Context: an optimization exercise on an open-source flow, tuned for small area and a short achievable clock period. The choices shown serve that exercise and are no tape-out recipe. At most, simulation tests tie the RTL to the original design; equivalence was not proved. Power is estimated from default activity; no workload was simulated.

==> flow/design.v (excerpt) <==
module decb_lane (
    input  wire        clk,
    input  wire        rst,
    input  wire        in_valid,
    input  wire [5:0]  in_frame,    
    input  wire [31:0] in_word,     
    input  wire [2:0]  bk,          
    input  wire [23:0] hi_level,
    input  wire [7:0]  hi_hys,
    input  wire [23:0] hh_level,
    input  wire [7:0]  hh_hys,
    input  wire [1:0]  clr_seen,    
    output reg         out_valid,
    output reg  [31:0] out_word,    
    output wire [1:0]  thr_state,   
    output wire [7:0]  hi_cnt,
    output wire [7:0]  hh_cnt,
    output wire [1:0]  seen         
);
clock: 48.0 ns
lec_check: 0
cap_margin: 20
core_margin: 2
core_utilization: 65
slew_margin: 20
standard.sh (not shown) runs the stock make flow with config.mk's settings and CLKGATE_MAP_FILE= SYNTH_SCRIPT=/design/flow/synth_recipe.tcl, a recipe that flattens the netlist after the stock synthesis.
==> flow/flow/run.sh <==
#!/bin/bash
set -euo pipefail
bash standard.sh "BUFFER_PORTS_ARGS=-buffer_cell sky130_fd_sc_hd__buf_1" "CTS_ARGS=-sink_clustering_enable -repair_clock_nets -dont_use_dummy_load -buf_list sky130_fd_sc_hd__clkbuf_8 -sink_clustering_size 20 -sink_clustering_max_diameter 60" finish > standard_make.log 2>&1
The starting point finished clean.
Next try:
CORE_UTILIZATION = 40   (was 65)
The new run produced a clean layout.
Utilization goes down by 27 points.
Via count goes up by about 0.33%.
Power goes up by 0.90%.
Setup slack is worse by 0.062 ns.
Final cell count goes up by 11%.
No functional check of the RTL was part of any run of this note.

========
Another version of the RTL of decb_lane (not shown whole).
Size: ~710 flip-flops, about 160 I/O pins, ~28000 µm² of cells after synthesis.
Design decb_lane, start of the top module:
module decb_lane (
    input  wire        clk,
    input  wire        rst,
    input  wire        in_valid,
    input  wire [5:0]  in_frame,    
    input  wire [31:0] in_word,     
    input  wire [2:0]  bk,          
    input  wire [23:0] hi_level,
    input  wire [7:0]  hi_hys,
    input  wire [23:0] hh_level,
    input  wire [7:0]  hh_hys,
    input  wire [1:0]  clr_seen,    
    output reg         out_valid,
    output reg  [31:0] out_word,    
    output wire [1:0]  thr_state,   
    output wire [7:0]  hi_cnt,
    output wire [7:0]  hh_cnt,
    output wire [1:0]  seen         
);
    localparam [31:0] OFF32 = 32'h0500_0000;
    localparam [88:0] CLEAN = {83'd0, 2'd3, 2'd0, 2'd3};
    reg  [88:0] ring0, ring1, ring2, ring3, ring4, ring5;
    reg  [2:0]  pc;           
    reg         clean_q;      
    reg         rst_q;        
    reg  [26:0] x_q;          
    reg  [4:0]  srct_q;       
    reg  [5:0]  frame_q;
    reg  [2:0]  bk_q;
    reg  [2:0]  sel;          
    reg         pending;      
    reg         busy;         
    reg         fin;          
    wire        proc = (pending && pc == 3'd0) || busy;
    wire [5:0] ones;
    assign ones[0] = frame_q[0];
    assign ones[1] = ones[0] & frame_q[1];
    assign ones[2] = ones[1] & frame_q[2];
    assign ones[3] = ones[2] & frame_q[3];
    assign ones[4] = ones[3] & frame_q[4];
    assign ones[5] = ones[4] & frame_q[5];
  ...
==> flow/config.mk <==
export PLATFORM = sky130hd
export DESIGN_NAME = decb_lane
export DESIGN_NICKNAME = decb_lane
export VERILOG_FILES = /design/flow/design.v
export SDC_FILE = /design/flow/constraint.sdc
export NUM_CORES = 4
export LEC_CHECK = 0
export CAP_MARGIN = 20
export CORE_MARGIN = 2
export CORE_UTILIZATION = 40
export SLEW_MARGIN = 20
==> flow/constraint.sdc <==
create_clock -name core_clock -period 48.0 [get_ports {clk}]
set_input_delay 9.6000 -clock core_clock [delete_from_list [all_inputs] [get_ports {clk}]]
set_output_delay 9.6000 -clock core_clock [all_outputs]
set_load 0.01 [all_outputs]
==> flow/flow/run.sh <==
#!/bin/bash
# Layout: the standard flow (standard.sh: standard synthesis and ORFS
# steps, unchanged), with the port buffers that buffer_ports inserts made
# plain sky130_fd_sc_hd__buf_1 cells instead of its default delay buffers.
set -euo pipefail
bash standard.sh "BUFFER_PORTS_ARGS=-buffer_cell sky130_fd_sc_hd__buf_1" finish > standard_make.log 2>&1
The starting point completed with no timing, DRC or antenna violations.
Then changed:
==> flow/flow/run.sh (replaced) <==
#!/bin/bash
set -euo pipefail
bash standard.sh "BUFFER_PORTS_ARGS=-buffer_cell sky130_fd_sc_hd__buf_1" "CTS_ARGS=-sink_clustering_enable -repair_clock_nets -dont_use_dummy_load -buf_list sky130_fd_sc_hd__clkbuf_16 -sink_clustering_size 25 -sink_clustering_max_diameter 80" finish > standard_make.log 2>&1
Wire length decreases by 1.7%.
Global-route usage decreases by 0.41 points.
Hold slack is worse by 0.043 ns.
Sequential share of layout area increases by 2.1 points.
Non-clock buffer count is unchanged.
Synthesized cell count does not change.
Then changed:
==> flow/flow/run.sh (replaced) <==
#!/bin/bash
# Layout: the standard flow (standard.sh: standard synthesis and ORFS
# steps, unchanged), with the port buffers that buffer_ports inserts made
# plain sky130_fd_sc_hd__buf_1 cells instead of its default delay buffers.
set -euo pipefail
bash standard.sh "BUFFER_PORTS_ARGS=-buffer_cell sky130_fd_sc_hd__buf_1" finish > standard_make.log 2>&1
CTS_BUF_LIST = sky130_fd_sc_hd__clkbuf_8   (was not set)
CTS_CLUSTER_SIZE = 30   (was not set)
Result: Final cell count rises by 4.0%. Sequential power is about the same. Synthesized cell count does not change. Cell area rises by 4.6%. Total power rises by 14%. Setup slack loses 0.090 ns.
Then changed:
==> flow/flow/run.sh (replaced) <==
#!/bin/bash
set -euo pipefail
bash standard.sh "BUFFER_PORTS_ARGS=-buffer_cell sky130_fd_sc_hd__buf_1" "CTS_ARGS=-sink_clustering_enable -repair_clock_nets -dont_use_dummy_load -buf_list sky130_fd_sc_hd__clkbuf_4" finish > standard_make.log 2>&1
CTS_BUF_LIST = not set   (was sky130_fd_sc_hd__clkbuf_8)
CTS_CLUSTER_SIZE = not set   (was 30)
Effect: Critical path depth stays the same. Design area went down by 3.3%. Clock-buffer cell count went up by 34.
Function was not checked in any run of this note: the RTL went through the layout flow alone.

========
Another version of the RTL of decb_lane (not shown whole).
Size: roughly 2200 cells after synthesis, roughly 710 flip-flops, about 160 I/O pins, roughly 25000 µm² of cells after synthesis.
clock: 48.0 ns
lec_check: 0
cap_margin: 20
core_margin: 2
core_utilization: 65
slew_margin: 20
==> flow/flow/run.sh <==
#!/bin/bash
set -euo pipefail
bash standard.sh "BUFFER_PORTS_ARGS=-buffer_cell sky130_fd_sc_hd__buf_1" "CTS_ARGS=-sink_clustering_enable -repair_clock_nets -dont_use_dummy_load -buf_list sky130_fd_sc_hd__clkbuf_8 -sink_clustering_size 16 -sink_clustering_max_diameter 60" finish > standard_make.log 2>&1
Edit:
==> flow/flow/run.sh (replaced) <==
#!/bin/bash
set -euo pipefail
bash standard.sh "BUFFER_PORTS_ARGS=-buffer_cell sky130_fd_sc_hd__buf_1" "CTS_ARGS=-sink_clustering_enable -repair_clock_nets -dont_use_dummy_load -buf_list {sky130_fd_sc_hd__clkbuf_8 sky130_fd_sc_hd__clkbuf_16} -root_buf sky130_fd_sc_hd__clkbuf_16 -sink_clustering_size 16 -sink_clustering_max_diameter 60" finish > standard_make.log 2>&1
Effect:
- setup slack improved by 0.071 ns
- wire length is higher by 1.9%
- design area came out higher by about 2.2%
- total power increases by 8.1%
- area after synthesis does not change
- clock skew falls by 0.016 ns
- core utilization went up by 1.5 points
- synthesized cell count does not change
- sequential share of layout area goes down by 1.2 points
Edit:
==> flow/flow/run.sh (replaced) <==
#!/bin/bash
set -euo pipefail
bash standard.sh "BUFFER_PORTS_ARGS=-buffer_cell sky130_fd_sc_hd__buf_1" "CTS_ARGS=-sink_clustering_enable -repair_clock_nets -dont_use_dummy_load -buf_list sky130_fd_sc_hd__clkbuf_8 -root_buf sky130_fd_sc_hd__clkbuf_16 -sink_clustering_size 16 -sink_clustering_max_diameter 60" finish > standard_make.log 2>&1
CORE_UTILIZATION = 75   (was 65)
The changed run ran to the end with no violations.
Clock power came out lower by a quarter to a third.
Non-clock buffer count came out higher by 2.
Die area came out lower by roughly a tenth.
Utilization came out higher by 9.5 points.
Count of clock-buffer cells in the layout came out lower by 1.
Via count came out higher by a few percent.
Setup slack gains 0.030 ns.
Total power came out lower by a few percent.
First-iteration DRC count came out higher by well over a third.
Edit:
==> flow/flow/run.sh (replaced) <==
#!/bin/bash
set -euo pipefail
bash standard.sh "BUFFER_PORTS_ARGS=-buffer_cell sky130_fd_sc_hd__buf_1" "CTS_ARGS=-sink_clustering_enable -repair_clock_nets -dont_use_dummy_load -buf_list sky130_fd_sc_hd__clkbuf_8 -root_buf sky130_fd_sc_hd__clkbuf_16 -tree_buf sky130_fd_sc_hd__clkbuf_16 -sink_clustering_size 16 -sink_clustering_max_diameter 60" finish > standard_make.log 2>&1
CORE_UTILIZATION = 65   (was 75)
The changed run ran to the end with no violations.
Setup slack gets worse by 0.012 ns.
Hold slack gets better by 0.0043 ns.
Final cell count came out higher by a few percent.
Combinational power came out lower by a few percent.
Utilization came out lower by 11 points.
Via count came out lower by a few percent.
Final area came out higher slightly.
Clock skew came out higher by 0.0044 ns.

-- port drivers added, routing unchanged --
How much do the figures lean on ideal ports? The routed layouts below were timed once more, with nothing changed but the port constraints. Step 1 (the two cells are an assumption about what drives the block):
set clk [get_ports {clk}]
set_driving_cell -lib_cell sky130_fd_sc_hd__clkbuf_16 $clk
set_driving_cell -lib_cell sky130_fd_sc_hd__buf_2 [delete_from_list [all_inputs] $clk]
Step 2 also shifts input and output timing later by t, the mid clock arrival at the registers, as if the neighbouring blocks saw the same clock. Three values: no drivers, after step 1, after step 2; two values: the first two.
| run | t, ns | setup slack, ns | hold slack, ns | worst setup path at the end | cell pins on the clock port's net |
|---|---|---|---|---|---|
| the first run of note 1 | 0.679 | 37.117 / 37.063 / 37.677 | 0.280 / 0.280 / 0.280 | input to register | 1 |
| the second run of note 1 | 0.680 | 37.055 / 36.999 / 37.679 | 0.278 / 0.278 / 0.278 | register to output | 1 |
| the first run of note 2 | 0.671 | 37.111 / 37.044 / 37.714 | 0.316 / 0.316 / 0.316 | register to output | 1 |
| the second run of note 2 | 0.623 | 37.130 / 37.064 / 37.688 | 0.273 / 0.273 / 0.273 | register to output | 1 |
| the third run of note 2 | 0.746 | 37.040 / 36.984 / 37.730 | 0.299 / 0.299 / 0.299 | register to output | 1 |
| the fourth run of note 2 | 0.978 | 36.795 / 36.739 / 37.717 | 0.252 / 0.252 / 0.252 | register to output | 1 |
| the first run of note 3 | 0.696 | 37.220 / 37.166 / 37.643 | 0.303 / 0.303 / 0.303 | input to register | 1 |
| the second run of note 3 | 0.636 | 37.290 / 37.232 / 37.636 | 0.305 / 0.305 / 0.305 | input to register | 1 |
| the third run of note 3 | 0.589 | 37.320 / 37.265 / 37.679 | 0.298 / 0.298 / 0.298 | input to register | 1 |
| the fourth run of note 3 | 0.612 | 37.308 / 37.247 / 37.647 | 0.302 / 0.302 / 0.302 | input to register | 1 |
After both steps setup and hold are still met in every run listed.
